This is an optimization exercise on Yosys and OpenROAD, whose aim is small area, a short achievable clock period and few clock cycles per item, not a production implementation. Function was checked by simulation only, so behaviour that the tests miss may differ from the original.

Setup of build 14:
## sha256_engine
module sha256_engine (
    input  wire         clk,
    input  wire         rst,         
    input  wire         msg_valid,
    output reg          msg_ready,
    input  wire [31:0]  msg_data,
    input  wire         msg_first,
    output reg          dig_valid,
    output wire [255:0] dig_data
);
Size in the first run: ~4900 cells after synthesis, roughly 1100 flip-flops, roughly 290 I/O pins.
clock: 20.0 ns
lec_check: 0
cap_margin: 20
core_margin: 2
core_utilization: 60
cts_cluster_diameter: 150
cts_cluster_size: 20
slew_margin: 20
standard.sh (not shown) runs the stock make flow with config.mk's settings and CLKGATE_MAP_FILE= SYNTH_SCRIPT=/design/flow/synth_recipe.tcl, a recipe that flattens the netlist after the stock synthesis.
==> flow/flow/run.sh <==
#!/bin/bash
# The standard layout, with two changes to how it is made:
#  - timing repair aims at a setup slack margin far above zero, so that the
#    resizer works on the paths that set the achieved period;
#  - the port buffers that the standard flow puts on every input and output
#    are buf_1 cells.
# The clock, constraints and every step are otherwise the standard ones.
set -o pipefail
bash standard.sh SETUP_SLACK_MARGIN=14.6 \
    "BUFFER_PORTS_ARGS=-buffer_cell sky130_fd_sc_hd__buf_1" finish > standard.log 2>&1
No stage failed in build 14, and the final checks on the layout all came back clean.
Testbench counts of build 14, summed over its fixed seeds: cycles 104,016, items 1,600.
--- input diff build 14..build 3 ---
--- a/flow/flow/run.sh
+++ b/flow/flow/run.sh
@@ -7,4 +7,4 @@
 # The clock, constraints and every step are otherwise the standard ones.
 set -o pipefail
-bash standard.sh SETUP_SLACK_MARGIN=14.6 \
+bash standard.sh SETUP_SLACK_MARGIN=14.7 \
     "BUFFER_PORTS_ARGS=-buffer_cell sky130_fd_sc_hd__buf_1" finish > standard.log 2>&1
## What came out
On largest fanout of any net on the critical path, the lower figure sits with build 3, not build 14.
Design area: build 14 and build 3 compared, higher one is build 3
Build 3 and build 14 ended up with roughly the same global-route total usage across every layer.
Build 3 vs build 14 on hold slack: build 3 is the higher one.
Routed wire length: build 3 vs build 14 up 1300 µm
Input changes introduced in build 16 (baseline for comparison: build 3):
- CTS_CLUSTER_DIAMETER removed (was 150)
- CTS_CLUSTER_SIZE removed (was 20)
==> flow/flow/run.sh <==
#!/bin/bash
# The standard layout, with two changes to how it is made:
#  - timing repair aims at a setup slack margin far above zero, so that the
#    resizer works on the paths that set the achieved period;
#  - the port buffers that the standard flow puts on every input and output
#    are buf_2 cells.
# The clock, constraints and every step are otherwise the standard ones.
set -o pipefail
bash standard.sh SETUP_SLACK_MARGIN=14.5 \
    "BUFFER_PORTS_ARGS=-buffer_cell sky130_fd_sc_hd__buf_2" finish > standard.log 2>&1
Findings:
- On met3 track demand over resource, build 16 and build 3 are neck and neck.
- Summary of build 16 over build 3: area added between synthesis and finish went up 4.2 points, clock-buffer cell count went up 67.
- Compared with build 3, build 16 shows first-pass GRT wire length higher by 1.7%.
- The run showing the greater final design utilization is build 16.
Modified inputs, build 51 compared to build 16
- an added CTS_CLUSTER_DIAMETER of 150
- an added CTS_CLUSTER_SIZE of 20
Results
- Build 16 → build 51: met2 track demand over resource fell by 1.4 points; sum of routed wire segments on met1 fell by 1.2%; sequential cell count stayed essentially flat.
- Looking at build 16 and build 51, the worst-case hold slack is a wash.
- Lower final design utilization was reported by build 51, not build 16.
- For the count of cells along the worst register-to-register path, build 51 came in 6 higher than build 16 did.
- Number of clock-tree buffers in the layout: build 16 and build 51 compared, lower one is build 51
- Build 51 ends up with lower signed area change from the synthesized netlist to the final layout than build 16 does.
- Build 51 vs build 16 — wire length dropped slightly

========
== job 4436 ==
The RTL this note starts from:
==> flow/design.v <==
module sha256_engine (
    input  wire         clk,
    input  wire         rst,         
    input  wire         msg_valid,
    output reg          msg_ready,
    input  wire [31:0]  msg_data,
    input  wire         msg_first,
    output reg          dig_valid,
    output wire [255:0] dig_data
);
    localparam [1:0] S_WAIT = 2'd0,   
                     S_RUN  = 2'd2,   
                     S_FF   = 2'd3;   
    localparam [31:0] IV0 = 32'h6a09e667, IV1 = 32'hbb67ae85,
                      IV2 = 32'h3c6ef372, IV3 = 32'ha54ff53a,
                      IV4 = 32'h510e527f, IV5 = 32'h9b05688c,
                      IV6 = 32'h1f83d9ab, IV7 = 32'h5be0cd19;
    localparam [2047:0] KT1 = {
        32'h428a2f98, 32'hc67178f2, 32'hbef9a3f7, 32'ha4506ceb,
        32'h90befffa, 32'h8cc70208, 32'h84c87814, 32'h78a5636f,
        32'h748f82ee, 32'h682e6ff3, 32'h5b9cca4f, 32'h4ed8aa4a,
        32'h391c0cb3, 32'h34b0bcb5, 32'h2748774c, 32'h1e376c08,
        32'h19a4c116, 32'h106aa070, 32'hf40e3585, 32'hd6990624,
        32'hd192e819, 32'hc76c51a3, 32'hc24b8b70, 32'ha81a664b,
        32'ha2bfe8a1, 32'h92722c85, 32'h81c2c92e, 32'h766a0abb,
        32'h650a7354, 32'h53380d13, 32'h4d2c6dfc, 32'h2e1b2138,
        32'h27b70a85, 32'h14292967, 32'h06ca6351, 32'hd5a79147,
        32'hc6e00bf3, 32'hbf597fc7, 32'hb00327c8, 32'ha831c66d,
        32'h983e5152, 32'h76f988da, 32'h5cb0a9dc, 32'h4a7484aa,
        32'h2de92c6f, 32'h240ca1cc, 32'h0fc19dc6, 32'hefbe4786,
        32'he49b69c1, 32'hc19bf174, 32'h9bdc06a7, 32'h80deb1fe,
        32'h72be5d74, 32'h550c7dc3, 32'h243185be, 32'h12835b01,
        32'hd807aa98, 32'hab1c5ed5, 32'h923f82a4, 32'h59f111f1,
        32'h3956c25b, 32'he9b5dba5, 32'hb5c0fbcf, 32'h71374491
    };
    reg  [1:0]   st;
    reg  [5:0]   t;             
    reg  [6:0]   sc;            
    reg          free;          
    reg          fst_cur;       
    reg          hiv;           
    reg  [31:0]  w [0:15];      
    reg  [31:0]  a, b, c, d, e, f, g, hh;
    reg  [31:0]  kr;            
    reg  [31:0]  ha [0:4];      
    reg  [31:0]  he [0:4];      
    reg          run;           
    reg          ff;            
    reg          sched;         
    reg          hstep;         
    reg          take0;         
    wire xfer   = msg_valid & msg_ready;
    wire ivload = xfer & take0 & (msg_first | hiv);
    wire [31:0] w1  = w[1];
    wire [31:0] w14 = w[14];
    wire [31:0] s0w = {w1[6:0], w1[31:7]} ^ {w1[17:0], w1[31:18]} ^ (w1 >> 3);
    wire [31:0] s1w = {w14[16:0], w14[31:17]} ^ {w14[18:0], w14[31:19]} ^ (w14 >> 10);
    wire [31:0] w_next = s1w + w[9] + s0w + w[0];
    wire [31:0] wt     = w[15];
    wire [31:0] big_s1 = {e[5:0], e[31:6]} ^ {e[10:0], e[31:11]} ^ {e[24:0], e[31:25]};
    wire [31:0] big_s0 = {a[1:0], a[31:2]} ^ {a[12:0], a[31:13]} ^ {a[21:0], a[31:22]};
    wire [31:0] ch     = (e & f) ^ (~e & g);
    wire [31:0] maj    = (a & b) ^ (a & c) ^ (b & c);
    wire [31:0] k_s  = hh ^ kr ^ wt;
    wire [31:0] k_c  = ((hh & kr) | (hh & wt) | (kr & wt)) << 1;
    wire [31:0] aa_s = k_s ^ k_c ^ ch;
    wire [31:0] aa_c = ((k_s & k_c) | (k_s & ch) | (k_c & ch)) << 1;
    wire [31:0] ea_s = aa_s ^ aa_c ^ d;
    wire [31:0] ea_c = ((aa_s & aa_c) | (aa_s & d) | (aa_c & d)) << 1;
    wire [31:0] eb_s = ea_s ^ ea_c ^ big_s1;
    wire [31:0] eb_c = ((ea_s & ea_c) | (ea_s & big_s1) | (ea_c & big_s1)) << 1;
    wire [31:0] ab_s = big_s0 ^ big_s1 ^ maj;
    wire [31:0] ab_c = ((big_s0 & big_s1) | (big_s0 & maj) | (big_s1 & maj)) << 1;
    wire [31:0] ac_s = aa_s ^ aa_c ^ ab_s;
    wire [31:0] ac_c = ((aa_s & aa_c) | (aa_s & ab_s) | (aa_c & ab_s)) << 1;
    wire [31:0] ad_s = ac_s ^ ac_c ^ ab_c;
    wire [31:0] ad_c = ((ac_s & ac_c) | (ac_s & ab_c) | (ac_c & ab_c)) << 1;
    wire [31:0] a_rnd  = ad_s + ad_c;
    wire [31:0] e_rnd  = eb_s + eb_c;
    reg  [31:0] iva, ive;
    always @(*) begin
        case (t[1:0])
            2'd0: begin iva = IV0; ive = IV4; end    
            2'd1: begin iva = IV3; ive = IV7; end    
            2'd2: begin iva = IV2; ive = IV6; end    
            default: begin iva = IV1; ive = IV5; end  
        endcase
    end
    wire [31:0] sum_a = (fst_cur ? iva : ha[4]) + a;
    wire [31:0] sum_e = (fst_cur ? ive : he[4]) + e;
    assign dig_data = {ha[0], ha[1], ha[2], ha[3], he[0], he[1], he[2], he[3]};
    integer i;
    reg [1:0] st_n;
    reg [5:0] t_n;
    reg [6:0] sc_n;
    reg       free_n;
    always @(*) begin
        st_n   = st;
        t_n    = t;
        sc_n   = (sc == 7'd79) ? 7'd0 : sc + 7'd1;
        free_n = free & ~xfer;
        case (st)
            S_RUN: begin
                t_n = t + 6'd1;
                if (t == 6'd63)
                    st_n = S_FF;
                else if (t <= 6'd14 && !xfer)
                    st_n = S_WAIT;
            end
            S_FF: st_n = xfer ? S_RUN : S_WAIT;
            default: if (xfer) st_n = S_RUN;   
        endcase
        if (st_n == S_WAIT && st != S_WAIT)
            sc_n = 7'd0;
        if (free_n)
            sc_n = 7'd79;
        if (rst) begin
            st_n   = S_WAIT;
            t_n    = 6'd0;
            free_n = 1'b1;
            sc_n   = 7'd79;
        end
    end
    wire run_n = (st_n == S_RUN);
    always @(posedge clk) begin
        st      <= st_n;
        t       <= t_n;
        sc      <= sc_n;
        free    <= free_n;
        run     <= run_n;
        ff      <= (st_n == S_FF);
        sched   <= run_n & (t_n >= 6'd15) & (t_n <= 6'd62);
        hstep   <= (run_n & (t_n >= 6'd61)) | (st_n == S_FF);
        take0   <= (st_n == S_FF) | ((st_n == S_WAIT) & (t_n == 6'd0));
        msg_ready <= (run_n & (t_n <= 6'd14)) | (st_n == S_FF) |
                     ((st_n == S_WAIT) & (sc_n == 7'd79));
        dig_valid <= ~rst & ff;
        if (xfer & take0)
            fst_cur <= msg_first | hiv;
        if (rst)
            hiv <= 1'b1;
        else if (xfer & take0)
            hiv <= 1'b0;
        if (rst || ff)
            kr <= 32'h428a2f98;          
        else if (run)
            kr <= KT1[{t, 5'd0} +: 32];
    end
    always @(posedge clk) begin
        for (i = 0; i < 15; i = i + 1)
            w[i] <= w[i+1];
        w[15] <= sched ? w_next : xfer ? msg_data : w[0];
    end
    always @(posedge clk) begin
        ha[0] <= hstep ? sum_a : ha[4];
        he[0] <= hstep ? sum_e : he[4];
        for (i = 1; i < 5; i = i + 1) begin
            ha[i] <= ha[i-1];
            he[i] <= he[i-1];
        end
    end
    always @(posedge clk) begin
        if (ivload) begin
            {a, b, c, d, e, f, g, hh} <= {IV0, IV1, IV2, IV3, IV4, IV5, IV6, IV7};
        end else if (ff) begin
            {a, b, c, d} <= {sum_a, ha[0], ha[1], ha[2]};
            {e, f, g, hh} <= {sum_e, he[0], he[1], he[2]};
        end else begin
            hh <= g;
            g  <= f;
            f  <= e;
            e  <= run ? e_rnd : d;
            d  <= c;
            c  <= b;
            b  <= a;
            a  <= run ? a_rnd : hh;
        end
    end
endmodule
export LEC_CHECK = 0
export CAP_MARGIN = 20
export CORE_MARGIN = 2
export CORE_UTILIZATION = 60
export CTS_CLUSTER_DIAMETER = 150
export CTS_CLUSTER_SIZE = 20
export SLEW_MARGIN = 20
create_clock -name core_clock -period 20.0 [get_ports {clk}]
==> flow/flow/run.sh <==
#!/bin/bash
# The standard layout, with two changes to how it is made:
#  - timing repair aims at a setup slack margin far above zero, so that the
#    resizer works on the paths that set the achieved period;
#  - the port buffers that the standard flow puts on every input and output
#    are buf_1 cells.
# The clock, constraints and every step are otherwise the standard ones.
set -o pipefail
bash standard.sh SETUP_SLACK_MARGIN=14.9 \
    "BUFFER_PORTS_ARGS=-buffer_cell sky130_fd_sc_hd__buf_1" finish > standard.log 2>&1
Testbench counts of job 4436, summed over its fixed seeds: cycles 104,016, items 1,600.
Changes in job 3267 relative to job 4436:
-- flow/flow/run.sh --
<<< job 4436, line 9
bash standard.sh SETUP_SLACK_MARGIN=14.9 \
>>> job 3267, line 9
bash standard.sh SETUP_SLACK_MARGIN=14.8 \
==> comparison <==
Going from job 4436 to job 3267, arrival time reported for the critical path endpoint fell by 0.02 ns; number of clock-tree buffers in the layout fell by 1; peak per-stage delay on the critical path rose by 0.09 ns; via count fell by 4.1%; final critical path time including I/O delays and setup fell by 0.018 ns.
Input changes introduced in job 2118 (baseline for comparison: job 3267):
-- flow/flow/run.sh --
<<< job 3267, line 6
#    are buf_1 cells.
>>> job 2118, line 6
#    are buf_2 cells.
<<< job 3267, line 9
bash standard.sh SETUP_SLACK_MARGIN=14.8 \
    "BUFFER_PORTS_ARGS=-buffer_cell sky130_fd_sc_hd__buf_1" finish > standard.log 2>&1
>>> job 2118, line 9
bash standard.sh SETUP_SLACK_MARGIN=14.6 \
    "BUFFER_PORTS_ARGS=-buffer_cell sky130_fd_sc_hd__buf_2" finish > standard.log 2>&1
### Flow results
Of job 3267 and job 2118, the run reporting the lower via-per-instance ratio was job 2118.
In job 2118, the fraction of met3 tracks used by global routing came out 0.17 points below the value in job 3267.
Job 2118 vs job 3267, setup slack went down by 0.25 ns.
For the routability congestion estimate, job 2118 came in about 0.8% higher than job 3267 did.
Across job 3267 and job 2118, the outcome is the same: a clean finish for every run.
Job 3267 -> job 2118: non-clock buffer total of the final layout decreased by more than 10%
Per the comparison of job 2118 with job 3267, synthesis-stage register bit count now sits at about the same level, sequential cell area share now sits higher.

## static timing again, ports no longer ideal
The results above use ideal ports. As a check the final layouts listed here were re-extracted and re-timed, cells and wires unchanged. Step 1 sets driving cells, clkbuf_16 on the clock port and buf_2 on the other inputs (assumed; they add their load-dependent delay and slew). Step 2, shift: input delay + t, output delay - t, t = (earliest + latest rising clock arrival at the registers) / 2. This alone moves slack from input paths to output paths. Slacks: no drivers / after step 1 / after step 2; pairs: no drivers / after step 1.
run	shift t [ns]	setup WS [ns]	hold WS [ns]	worst register clock-pin slew, ns
build 14	0.734	14.587 / 14.513 / 13.908	0.297 / 0.297 / 0.297	0.10 / 0.10
build 3	0.727	14.715 / 14.641 / 14.128	0.313 / 0.313 / 0.313	0.11 / 0.11
build 16	0.762	14.523 / 14.506 / 13.807	0.305 / 0.305 / 0.305	0.07 / 0.07
build 51	0.716	14.497 / 14.527 / 13.831	0.306 / 0.306 / 0.306	0.11 / 0.11
job 4436	0.722	14.782 / 14.709 / 14.318	0.311 / 0.311 / 0.311	0.11 / 0.11
job 3267	0.730	14.799 / 14.725 / 14.150	0.306 / 0.306 / 0.306	0.11 / 0.11
job 2118	0.713	14.545 / 14.545 / 13.877	0.308 / 0.308 / 0.308	0.11 / 0.11
After both steps setup and hold are still met in every run listed. The setup slack of build 16, which loses most, moves by -0.017 ns with the drivers and by -0.716 ns with both steps.
